This design comes from an exercise in tuning for small area, a short achievable clock period and few clock cycles per item on the open sky130 flow, not from production work. RTL that was checked went through simulation tests only; none was proved equivalent to the original.

==> inputs of v34 <==
// gcm_pipe
module gcm_pipe (
    input  wire         clk,
    input  wire         rst,
    input  wire         start,
    output wire         start_ready,
    input  wire [255:0] key,
    input  wire [9:0]   circuit,
    input  wire [63:0]  frame_count,
    input  wire         epoch,
    input  wire         link_role,
    input  wire [19:0]  len_bytes,
    input  wire         in_valid,
    output wire         in_ready,
    input  wire [127:0] in_data,
    output wire         out_valid,
    input  wire         out_ready,
    output wire [127:0] out_data,
    output wire         out_last
);
==> module ghash_mul, before the edit <==
module ghash_mul (
    input  wire         clk,
    input  wire         rst,
    input  wire         start,
    input  wire         fresh,
    input  wire [127:0] x,
    input  wire [127:0] h,
    output reg  [127:0] acc,
    output reg          busy,
    output wire         busy_n      
);
    localparam [127:0] R = {8'he1, 120'd0};
    localparam integer D = 19;
    function [127:0] mulx;
        input [127:0] v;
        mulx = (v >> 1) ^ (v[0] ? R : 128'd0);
    endfunction
    reg [113:0] xs;         
    reg [2:0]   cnt;
    wire [127:0] op = (fresh ? 128'd0 : acc) ^ x;
    wire [18:0] dig = start ? {op[13:0], 5'd0} : xs[18:0];
    reg [127:0] hk, accx, nxt;
    reg [127:0] t [0:31];
    integer k, n;
    always @(*) begin
        hk = h;
        for (k = 0; k < 32; k = k + 1)
            t[k] = 128'd0;
        for (k = 0; k < D; k = k + 1) begin
            t[k] = dig[18-k] ? hk : 128'd0;
            hk = mulx(hk);
        end
        accx = acc;
        for (k = 0; k < D; k = k + 1)
            accx = mulx(accx);
        t[D] = start ? 128'd0 : accx;
        for (n = 16; n >= 1; n = n / 2)
            for (k = 0; k < n; k = k + 1)
                t[k] = t[2*k] ^ t[2*k+1];
        nxt = t[0];
    end
    assign busy_n = !rst && (start || (busy && cnt != 3'd6));
    always @(posedge clk) begin
        if (rst) begin
            busy <= 1'b0;
            cnt  <= 3'd0;
        end else if (start) begin
            busy <= 1'b1;
            cnt  <= 3'd1;
        end else if (busy) begin
            cnt <= cnt + 3'd1;
            if (cnt == 3'd6)
                busy <= 1'b0;
        end
        if (start || busy)
            acc <= nxt;
        if (start)
            xs <= op[127:14];
        else
            xs <= xs >> D;
    end
endmodule
export LEC_CHECK = 0
export ABC_AREA = 1
export CAP_MARGIN = 30
export CORE_MARGIN = 2
export CORE_UTILIZATION = 40
export PLACE_DENSITY = 0.5
export SETUP_SLACK_MARGIN = 5
export SLEW_MARGIN = 30
create_clock -name core_clock -period 10.0 [get_ports {clk}]
standard.sh (not shown) runs the stock make flow with config.mk's settings and CLKGATE_MAP_FILE= SYNTH_SCRIPT=/design/flow/synth_recipe.tcl, a recipe that flattens the netlist after the stock synthesis.
==> flow/flow/run.sh <==
#!/bin/bash
# Own layout flow: the standard flow (standard.sh), with these changes:
#  - Yosys's final technology mapping (its abc call) uses flow/abc.script, an
#    area-oriented ABC script, in place of ORFS's, and no 3-input XOR cells. That step does not touch
#    the registers, so they are the standard synthesis's, with the same names.
#  - up to 10 rounds of antenna repair after detailed routing (not 5);
#  - timing repair aims at a setup slack of 6.5 ns rather than 5 ns
#    (SETUP_SLACK_MARGIN), so the layout is pushed below a 5 ns period.
# Logs: synth.log (synthesis), layout.log (floorplan to final layout); ORFS's
# own logs are in orfs/logs.
set -euo pipefail
W=$(pwd)
cat > "$W/own_synth.tcl" <<EOF
proc abc {args} {
  set i [lsearch -exact \$args -script]
  if {\$i >= 0} {
    set args [lreplace \$args [expr {\$i + 1}] [expr {\$i + 1}] $W/flow/abc.script]
  }
  lappend args -dont_use sky130_fd_sc_hd__xor3_1 -dont_use sky130_fd_sc_hd__xor3_2 -dont_use sky130_fd_sc_hd__xor3_4
  lappend args -dont_use sky130_fd_sc_hd__xnor3_1 -dont_use sky130_fd_sc_hd__xnor3_2 -dont_use sky130_fd_sc_hd__xnor3_4
  puts "own flow: abc \$args"
  yosys abc {*}\$args
}
source $W/synth_recipe.tcl
EOF
sed "s#$W/synth_recipe.tcl#$W/own_synth.tcl#g; s/SETUP_SLACK_MARGIN=5 /SETUP_SLACK_MARGIN=6.5 MAX_REPAIR_ANTENNAS_ITER_DRT=10 /" standard.sh > own_standard.sh
grep -q own_synth.tcl own_standard.sh
grep -q "SETUP_SLACK_MARGIN=6.5 " own_standard.sh
bash own_standard.sh synth > synth.log 2>&1
grep -q "own flow: abc -script $W/flow/abc.script" orfs/logs/*/gcm_pipe/base/1_2_yosys.log
bash own_standard.sh > layout.log 2>&1
==> flow/flow/abc.script <==
&get -n
&st
&dch
&nf
&put
buffer -c
topo
stime -c
upsize -c
dnsize -c
==> inputs of v25, as changes to v34 <==
--- a/flow/design.v
+++ b/flow/design.v
@@ -487,11 +487,11 @@
             hk = mulx(hk);
         end
         accx = acc;
         for (k = 0; k < D; k = k + 1)
             accx = mulx(accx);
-        t[D] = start ? 128'd0 : accx;
+        t[D] = start ? 128'd0 : busy ? accx : acc;
         for (n = 16; n >= 1; n = n / 2)
             for (k = 0; k < n; k = k + 1)
                 t[k] = t[2*k] ^ t[2*k+1];
         nxt = t[0];
     end
@@ -506,12 +506,11 @@
         end else if (busy) begin
             cnt <= cnt + 3'd1;
             if (cnt == 3'd6)
                 busy <= 1'b0;
         end
-        if (start || busy)
-            acc <= nxt;
+        acc <= nxt;
         if (start)
             xs <= op[127:14];
         else
             xs <= xs >> D;
     end
--- a/flow/flow/run.sh
+++ b/flow/flow/run.sh
@@ -3,11 +3,16 @@
 #  - Yosys's final technology mapping (its abc call) uses flow/abc.script, an
 #    area-oriented ABC script, in place of ORFS's, and no 3-input XOR cells. That step does not touch
 #    the registers, so they are the standard synthesis's, with the same names.
 #  - up to 10 rounds of antenna repair after detailed routing (not 5);
 #  - timing repair aims at a setup slack of 6.5 ns rather than 5 ns
-#    (SETUP_SLACK_MARGIN), so the layout is pushed below a 5 ns period.
+#    (SETUP_SLACK_MARGIN), so the layout is pushed below a 5 ns period;
+#  - the buffer that placement puts on every input and output port is a
+#    sky130_fd_sc_hd__buf_1 (BUFFER_PORTS_ARGS) rather than the delay buffer
+#    that buffer_ports picks by itself; timing repair may resize it;
+#  - clock tree synthesis (CTS_ARGS) drives the register clusters with
+#    sky130_fd_sc_hd__clkbuf_2 rather than clkbuf_16, and adds no dummy loads.
 # Logs: synth.log (synthesis), layout.log (floorplan to final layout); ORFS's
 # own logs are in orfs/logs.
 set -euo pipefail
 W=$(pwd)
 cat > "$W/own_synth.tcl" <<EOF
@@ -24,8 +29,10 @@
 source $W/synth_recipe.tcl
 EOF
 sed "s#$W/synth_recipe.tcl#$W/own_synth.tcl#g; s/SETUP_SLACK_MARGIN=5 /SETUP_SLACK_MARGIN=6.5 MAX_REPAIR_ANTENNAS_ITER_DRT=10 /" standard.sh > own_standard.sh
 grep -q own_synth.tcl own_standard.sh
 grep -q "SETUP_SLACK_MARGIN=6.5 " own_standard.sh
+export BUFFER_PORTS_ARGS="-buffer_cell sky130_fd_sc_hd__buf_1"
+export CTS_ARGS="-sink_clustering_enable -repair_clock_nets -sink_clustering_buffer sky130_fd_sc_hd__clkbuf_2 -dont_use_dummy_load"
 bash own_standard.sh synth > synth.log 2>&1
 grep -q "own flow: abc -script $W/flow/abc.script" orfs/logs/*/gcm_pipe/base/1_2_yosys.log
 bash own_standard.sh > layout.log 2>&1
==> inputs of v13, as changes to v34 <==
--- a/flow/design.v
+++ b/flow/design.v
@@ -379,17 +379,15 @@
 endmodule
 module aes256_core (
     input  wire         clk,
     input  wire         hold,
     input  wire         inj,      
-    input  wire         c_rk1,    
-    input  wire         c_lwk,    
+    input  wire         c_kaload, 
     input  wire         c_s1,     
     input  wire         c_rot,    
     input  wire         c_s2,     
     input  wire         c_k0,     
-    input  wire         c_k1,     
     input  wire         c_toa,    
     input  wire [2:0]   c_rc,     
     input  wire [255:0] key,      
     input  wire [127:0] din,      
     output wire [127:0] res       
@@ -400,12 +398,11 @@
     reg  [31:0]  lw;
     reg  [47:0]  km;
     wire [191:0] p_a_d, p_b_d;
     wire [127:0] a_out, b_out, a_unused;
     aes_half1             u_a1 (.s(b_q), .h(p_a_d));
-    wire [127:0] rk_a = c_rk1 ? key[127:0] : ka;
-    aes_half2 #(.LAST(0)) u_a2 (.h(p_a), .rk(rk_a), .y(a_out), .yl(a_unused));
+    aes_half2 #(.LAST(0)) u_a2 (.h(p_a), .rk(ka), .y(a_out), .yl(a_unused));
     aes_half1             u_b1 (.s(a_q), .h(p_b_d));
     aes_half2 #(.LAST(1)) u_b2 (.h(p_b), .rk(kb), .y(b_out), .yl(res));
     function [7:0] rcon;
         input [2:0] n;
         case (n)
@@ -418,35 +415,37 @@
             default: rcon = 8'h40;
         endcase
     endfunction
     wire [47:0]  km_d;
     wire [31:0]  kx_sub;
-    wire [31:0]  lw_k = c_lwk ? key[31:0] : lw;
-    wire [31:0]  lw_r = c_rot ? {lw_k[23:0], lw_k[31:24]} : lw_k;
+    wire [31:0]  lw_r = c_rot ? {lw[23:0], lw[31:24]} : lw;
     genvar g;
     generate
         for (g = 0; g < 4; g = g + 1) begin : g_ksb
             aes_sbox_p1t u_k1 (.a(lw_r[31-8*g -: 8]), .m(km_d[39-12*g -: 4]), .t(km_d[47-12*g -: 8]));
             aes_sbox_p2t u_k2 (.m(km[39-12*g -: 4]), .t(km[47-12*g -: 8]), .y(kx_sub[31-8*g -: 8]));
         end
     endgenerate
-    wire [31:0]  rc_t = c_toa ? 32'd0 : {rcon(c_rc), 24'd0};
-    wire [127:0] kx_old = c_k0 ? key[255:128] : c_k1 ? key[127:0] : (c_toa ? ka : kb);
-    wire [31:0]  o0 = kx_old[127:96] ^ rc_t;
-    wire [31:0]  o1 = (kx_old[127:96] ^ kx_old[95:64]) ^ rc_t;
-    wire [31:0]  o2 = (kx_old[127:96] ^ kx_old[95:64]) ^ (kx_old[63:32] ^ rc_t);
-    wire [31:0]  o3 = (kx_old[127:96] ^ kx_old[95:64]) ^ (kx_old[63:32] ^ kx_old[31:0]) ^ rc_t;
-    wire [127:0] kx_new = {o0 ^ kx_sub, o1 ^ kx_sub, o2 ^ kx_sub, o3 ^ kx_sub};
+    wire [31:0]  kx_t = c_toa ? kx_sub : (kx_sub ^ {rcon(c_rc), 24'd0});
+    wire [127:0] kx_old = c_k0 ? key[255:128] : (c_toa ? ka : kb);
+    wire [31:0]  o0 = kx_old[127:96];
+    wire [31:0]  o1 = o0 ^ kx_old[95:64];
+    wire [31:0]  o2 = o1 ^ kx_old[63:32];
+    wire [31:0]  o3 = (kx_old[127:96] ^ kx_old[95:64]) ^ (kx_old[63:32] ^ kx_old[31:0]);
+    wire [127:0] kx_new = {o0 ^ kx_t, o1 ^ kx_t, o2 ^ kx_t, o3 ^ kx_t};
     always @(posedge clk) begin
         if (!hold) begin
             p_a <= p_a_d;
             a_q <= a_out;
             p_b <= p_b_d;
             b_q <= inj ? (din ^ key[255:128]) : b_out;
             if (c_s1)
                 km <= km_d;
-            if (c_s2) begin
+            if (c_kaload) begin
+                ka <= key[127:0];
+                lw <= key[31:0];
+            end else if (c_s2) begin
                 lw <= kx_new[31:0];
                 if (c_toa)
                     ka <= kx_new;
                 else
                     kb <= kx_new;
@@ -547,16 +546,16 @@
     reg         go;                  
     wire        accept = start && sr;
     wire [16:0] n_blk  = {1'b0, len_r[19:4]} + {16'd0, (len_r[3:0] != 4'd0)};
     reg         hq;                  
     reg [16:0]  jn;                  
-    reg         jnz, j1, j2;         
+    reg         jnz, j1;             
     reg         jq;                  
     reg [16:0]  jc;                  
     reg [4:0]   ph;                  
     reg         hold;                
-    reg         c_rk1, c_lwk, c_s1, c_rot, c_s2, c_k0, c_k1, c_toa;
+    reg         c_kaload, c_s1, c_rot, c_s2, c_k0, c_toa;
     reg [2:0]   c_rc;
     reg [1:0]   st0, st1, st2, st3;  
     reg         sv0, sv1, sv2, sv3;  
     reg         sl0, sl1, sl2, sl3;  
     wire [1:0]  job   = hq ? J_H : jnz ? J_CTR : jq ? J_J0 : J_NONE;
@@ -569,13 +568,12 @@
     wire        inj   = inj_w || inj_x || inj_y || inj_z;
     wire [127:0] din = (job == J_H) ? 128'd0
                      : {lr, 21'd0, circ, fc, (job == J_CTR) ? {15'd0, jc} : 32'd1};
     wire [127:0] aes_res;
     aes256_core u_aes (
-        .clk(clk), .hold(hold), .inj(inj), .c_rk1(c_rk1), .c_lwk(c_lwk), .c_s1(c_s1), .c_rot(c_rot),
-        .c_s2(c_s2), .c_k0(c_k0), .c_k1(c_k1), .c_toa(c_toa), .c_rc(c_rc), .key(key_r), .din(din),
-        .res(aes_res)
+        .clk(clk), .hold(hold), .inj(inj), .c_kaload(c_kaload), .c_s1(c_s1), .c_rot(c_rot), .c_s2(c_s2),
+        .c_k0(c_k0), .c_toa(c_toa), .c_rc(c_rc), .key(key_r), .din(din), .res(aes_res)
     );
     wire        lnd0 = (ph == 5'd27) && sv0;
     wire        lnd1 = (ph == 5'd0 || ph == 5'd28) && sv1;
     wire        lnd2 = (ph == 5'd1 || ph == 5'd29) && sv2;
     wire        lnd3 = (ph == 5'd2 || ph == 5'd30) && sv3;
@@ -614,26 +612,26 @@
         .x(g_x), .h(h_r), .acc(acc), .busy(g_busy), .busy_n(g_busy_n)
     );
     wire         take_in = ir && in_valid;
     wire         tag_ld  = head_f && (head_t == J_J0) && g_tag && !g_busy && !ov;
     wire         h_ld    = head_f && (head_t == J_H);
-    wire         pop     = take_in || tag_ld || h_ld;
+    wire         e_ld    = head_f && (head_t == J_NONE);
+    wire         pop     = take_in || tag_ld || h_ld || e_ld;
     wire [3:0]   tail      = len_g[3:0];
     wire [127:0] keep_mask = (head_l && tail != 4'd0) ? ~({128{1'b1}} >> {tail, 3'd0})
                                                      : {128{1'b1}};
     wire        hq_n  = accept || (hq && !(inj && job == J_H));
     wire [16:0] jn_n  = go ? n_blk : (inj && job == J_CTR) ? jn - 17'd1 : jn;
     wire        jq_n  = accept || (jq && !(inj && job == J_J0));
     wire [4:0]  ph_n  = hold ? ph
                       : (ph == 5'd27) ? (avail ? 5'd0 : 5'd28)
                       : (ph == 5'd31) ? (avail ? 5'd0 : 5'd31)
                       : ph + 5'd1;
-    wire        has_job = (job != J_NONE);
-    wire        sv0_n = (inj_w && has_job) || (sv0 && !(land && lnd0));
-    wire        sv1_n = (inj_x && has_job) || (sv1 && !(land && lnd1));
-    wire        sv2_n = (inj_y && has_job) || (sv2 && !(land && lnd2));
-    wire        sv3_n = (inj_z && has_job) || (sv3 && !(land && lnd3));
+    wire        sv0_n = inj_w || (sv0 && !(land && lnd0));
+    wire        sv1_n = inj_x || (sv1 && !(land && lnd1));
+    wire        sv2_n = inj_y || (sv2 && !(land && lnd2));
+    wire        sv3_n = inj_z || (sv3 && !(land && lnd3));
     function [1:0] inc3;
         input [1:0] p;
         inc3 = (p == 2'd2) ? 2'd0 : p + 2'd1;
     endfunction
     wire        pop0 = pop && (rp == 2'd0), pop1 = pop && (rp == 2'd1), pop2 = pop && (rp == 2'd2);
@@ -701,32 +699,23 @@
                | ({128{!ir && !tag_ld}} & out_r);
         ol    <= tag_ld || (ol && !take_in);
         if (take_in)
             c_last <= head_l;
         jn  <= jn_n;
-        if (go) begin
-            jnz <= (n_blk != 17'd0);
-            j1  <= (n_blk == 17'd1);
-            j2  <= (n_blk == 17'd2);
-        end else if (inj && job == J_CTR) begin
-            jnz <= !j1;
-            j1  <= j2;
-            j2  <= (jn == 17'd3);
-        end
+        jnz <= (jn_n != 17'd0);
+        j1  <= (jn_n == 17'd1);
         if (rst) begin
             sr       <= 1'b1;
             go       <= 1'b0;
             sr_p     <= 1'b1;
             hq       <= 1'b0;
             jq       <= 1'b0;
             jn       <= 17'd0;
             jnz      <= 1'b0;
             ph       <= 5'd31;
             hold     <= 1'b0;
-            c_rk1    <= 1'b0;
-            c_lwk    <= 1'b0;
-            c_k1     <= 1'b0;
+            c_kaload <= 1'b0;
             c_s1     <= 1'b0;
             c_rot    <= 1'b0;
             c_s2     <= 1'b0;
             c_k0     <= 1'b0;
             c_toa    <= 1'b0;
@@ -751,20 +740,18 @@
             st_l     <= 1'b0;
             ov       <= 1'b0;
             ir       <= 1'b0;
             ir_p     <= 1'b0;
         end else begin
-            sr   <= !accept && (sr || (jobs_done && cur_aad && ph >= 5'd5 && !hold));
-            sr_p <= !(start && sr_p) && (sr_p || (jobs_done && cur_aad && ph >= 5'd5 && !hold));
+            sr   <= !accept && (sr || (jobs_done && cur_aad && ph >= 5'd2 && !(ph == 5'd2 && hold)));
+            sr_p <= !(start && sr_p) && (sr_p || (jobs_done && cur_aad && ph >= 5'd2 && !(ph == 5'd2 && hold)));
             go <= accept;
             hq <= hq_n;
             jq <= jq_n;
             ph       <= ph_n;
             hold     <= hold_n;
-            c_rk1    <= (ph_n >= 5'd1) && (ph_n <= 5'd4);
-            c_lwk    <= (ph_n == 5'd1);
-            c_k1     <= (ph_n == 5'd4);
+            c_kaload <= (ph_n == 5'd0);
             c_s1     <= ph_n[0] && (ph_n <= 5'd25);
             c_rot    <= (ph_n[1:0] == 2'd1);
             c_s2     <= !ph_n[0] && (ph_n >= 5'd2) && (ph_n <= 5'd26);
             c_k0     <= (ph_n == 5'd2);
             c_toa    <= (ph_n[1:0] == 2'd0);
--- a/flow/flow/run.sh
+++ b/flow/flow/run.sh
@@ -2,11 +2,11 @@
 # Own layout flow: the standard flow (standard.sh), with these changes:
 #  - Yosys's final technology mapping (its abc call) uses flow/abc.script, an
 #    area-oriented ABC script, in place of ORFS's, and no 3-input XOR cells. That step does not touch
 #    the registers, so they are the standard synthesis's, with the same names.
 #  - up to 10 rounds of antenna repair after detailed routing (not 5);
-#  - timing repair aims at a setup slack of 6.5 ns rather than 5 ns
+#  - timing repair aims at a setup slack of 6.7 ns rather than 5 ns
 #    (SETUP_SLACK_MARGIN), so the layout is pushed below a 5 ns period.
 # Logs: synth.log (synthesis), layout.log (floorplan to final layout); ORFS's
 # own logs are in orfs/logs.
 set -euo pipefail
 W=$(pwd)
@@ -21,11 +21,11 @@
   puts "own flow: abc \$args"
   yosys abc {*}\$args
 }
 source $W/synth_recipe.tcl
 EOF
-sed "s#$W/synth_recipe.tcl#$W/own_synth.tcl#g; s/SETUP_SLACK_MARGIN=5 /SETUP_SLACK_MARGIN=6.5 MAX_REPAIR_ANTENNAS_ITER_DRT=10 /" standard.sh > own_standard.sh
+sed "s#$W/synth_recipe.tcl#$W/own_synth.tcl#g; s/SETUP_SLACK_MARGIN=5 /SETUP_SLACK_MARGIN=6.7 MAX_REPAIR_ANTENNAS_ITER_DRT=10 /" standard.sh > own_standard.sh
 grep -q own_synth.tcl own_standard.sh
-grep -q "SETUP_SLACK_MARGIN=6.5 " own_standard.sh
+grep -q "SETUP_SLACK_MARGIN=6.7 " own_standard.sh
 bash own_standard.sh synth > synth.log 2>&1
 grep -q "own flow: abc -script $W/flow/abc.script" orfs/logs/*/gcm_pipe/base/1_2_yosys.log
 bash own_standard.sh > layout.log 2>&1
==> flow/config.mk (replaced) <==
export PLATFORM = sky130hd
export DESIGN_NAME = gcm_pipe
export DESIGN_NICKNAME = gcm_pipe
export VERILOG_FILES = /design/flow/design.v
export SDC_FILE = /design/flow/constraint.sdc
export NUM_CORES = 8
export LEC_CHECK = 0
export ABC_AREA = 1
export CAP_MARGIN = 20
export CORE_MARGIN = 2
export CORE_UTILIZATION = 42
export PLACE_DENSITY = 0.52
export SETUP_SLACK_MARGIN = 5
export SLEW_MARGIN = 20
==> comparison <==
- The highest synthesized area belongs to v34, the lowest to v13.
- Maximum frequency: v13 < v34 < v25.
- The highest worst hold slack belongs to v25, the lowest to v13.
- In v25 the setup slack is better than in v34, by 0.064 ns.
- In v25 the clock skew is higher than in v34, by 0.043 ns.
- Between v13 and v34, the lower non-clock buffer count is in v34 (gap 517).
- Global-route usage: v25 is higher than v34 (0.51 points).
- Of v34 and v25, v25 has the higher register-to-register slack (gap 0.06 ns).
- Sequential cell count: v25 is higher than v13 (3).
Testbench counts of v25, summed over its fixed seeds: cycles 73,543, blocks 10,308.
Testbench counts of v13, summed over its fixed seeds: cycles 73,637, blocks 10,308.
For v34, only the layout was checked, not whether the RTL still works.

[port drivers added, routing unchanged]
The results above use ideal ports. As a check the final layouts listed here were re-extracted and re-timed, cells and wires unchanged.
Step 1, drivers: a clkbuf_16 drives clk and a buf_2 each remaining input, both assumed.
Step 2 adds t to the input delays and takes it off the output delays; t is the mean of the earliest and latest rising clock arrival at the registers after step 1. Input paths then give back, and output paths get back, about the clock's delay inside the block.
Slacks: ideal ports / drivers / drivers and shift; pairs: ideal ports / drivers.
run	shift t [ns]	setup WS [ns]	worst register clock-pin slew, ns
v34	1.072	6.345 / 6.336 / 5.737	0.07 / 0.07
v25	1.075	6.409 / 6.319 / 6.018	0.12 / 0.12
v13	1.035	6.301 / 6.301 / 5.887	0.07 / 0.07
After both steps every run listed still meets setup and hold. For v34, which loses most, drivers alone change the setup slack by -0.009 ns; drivers and shift together by -0.608 ns.
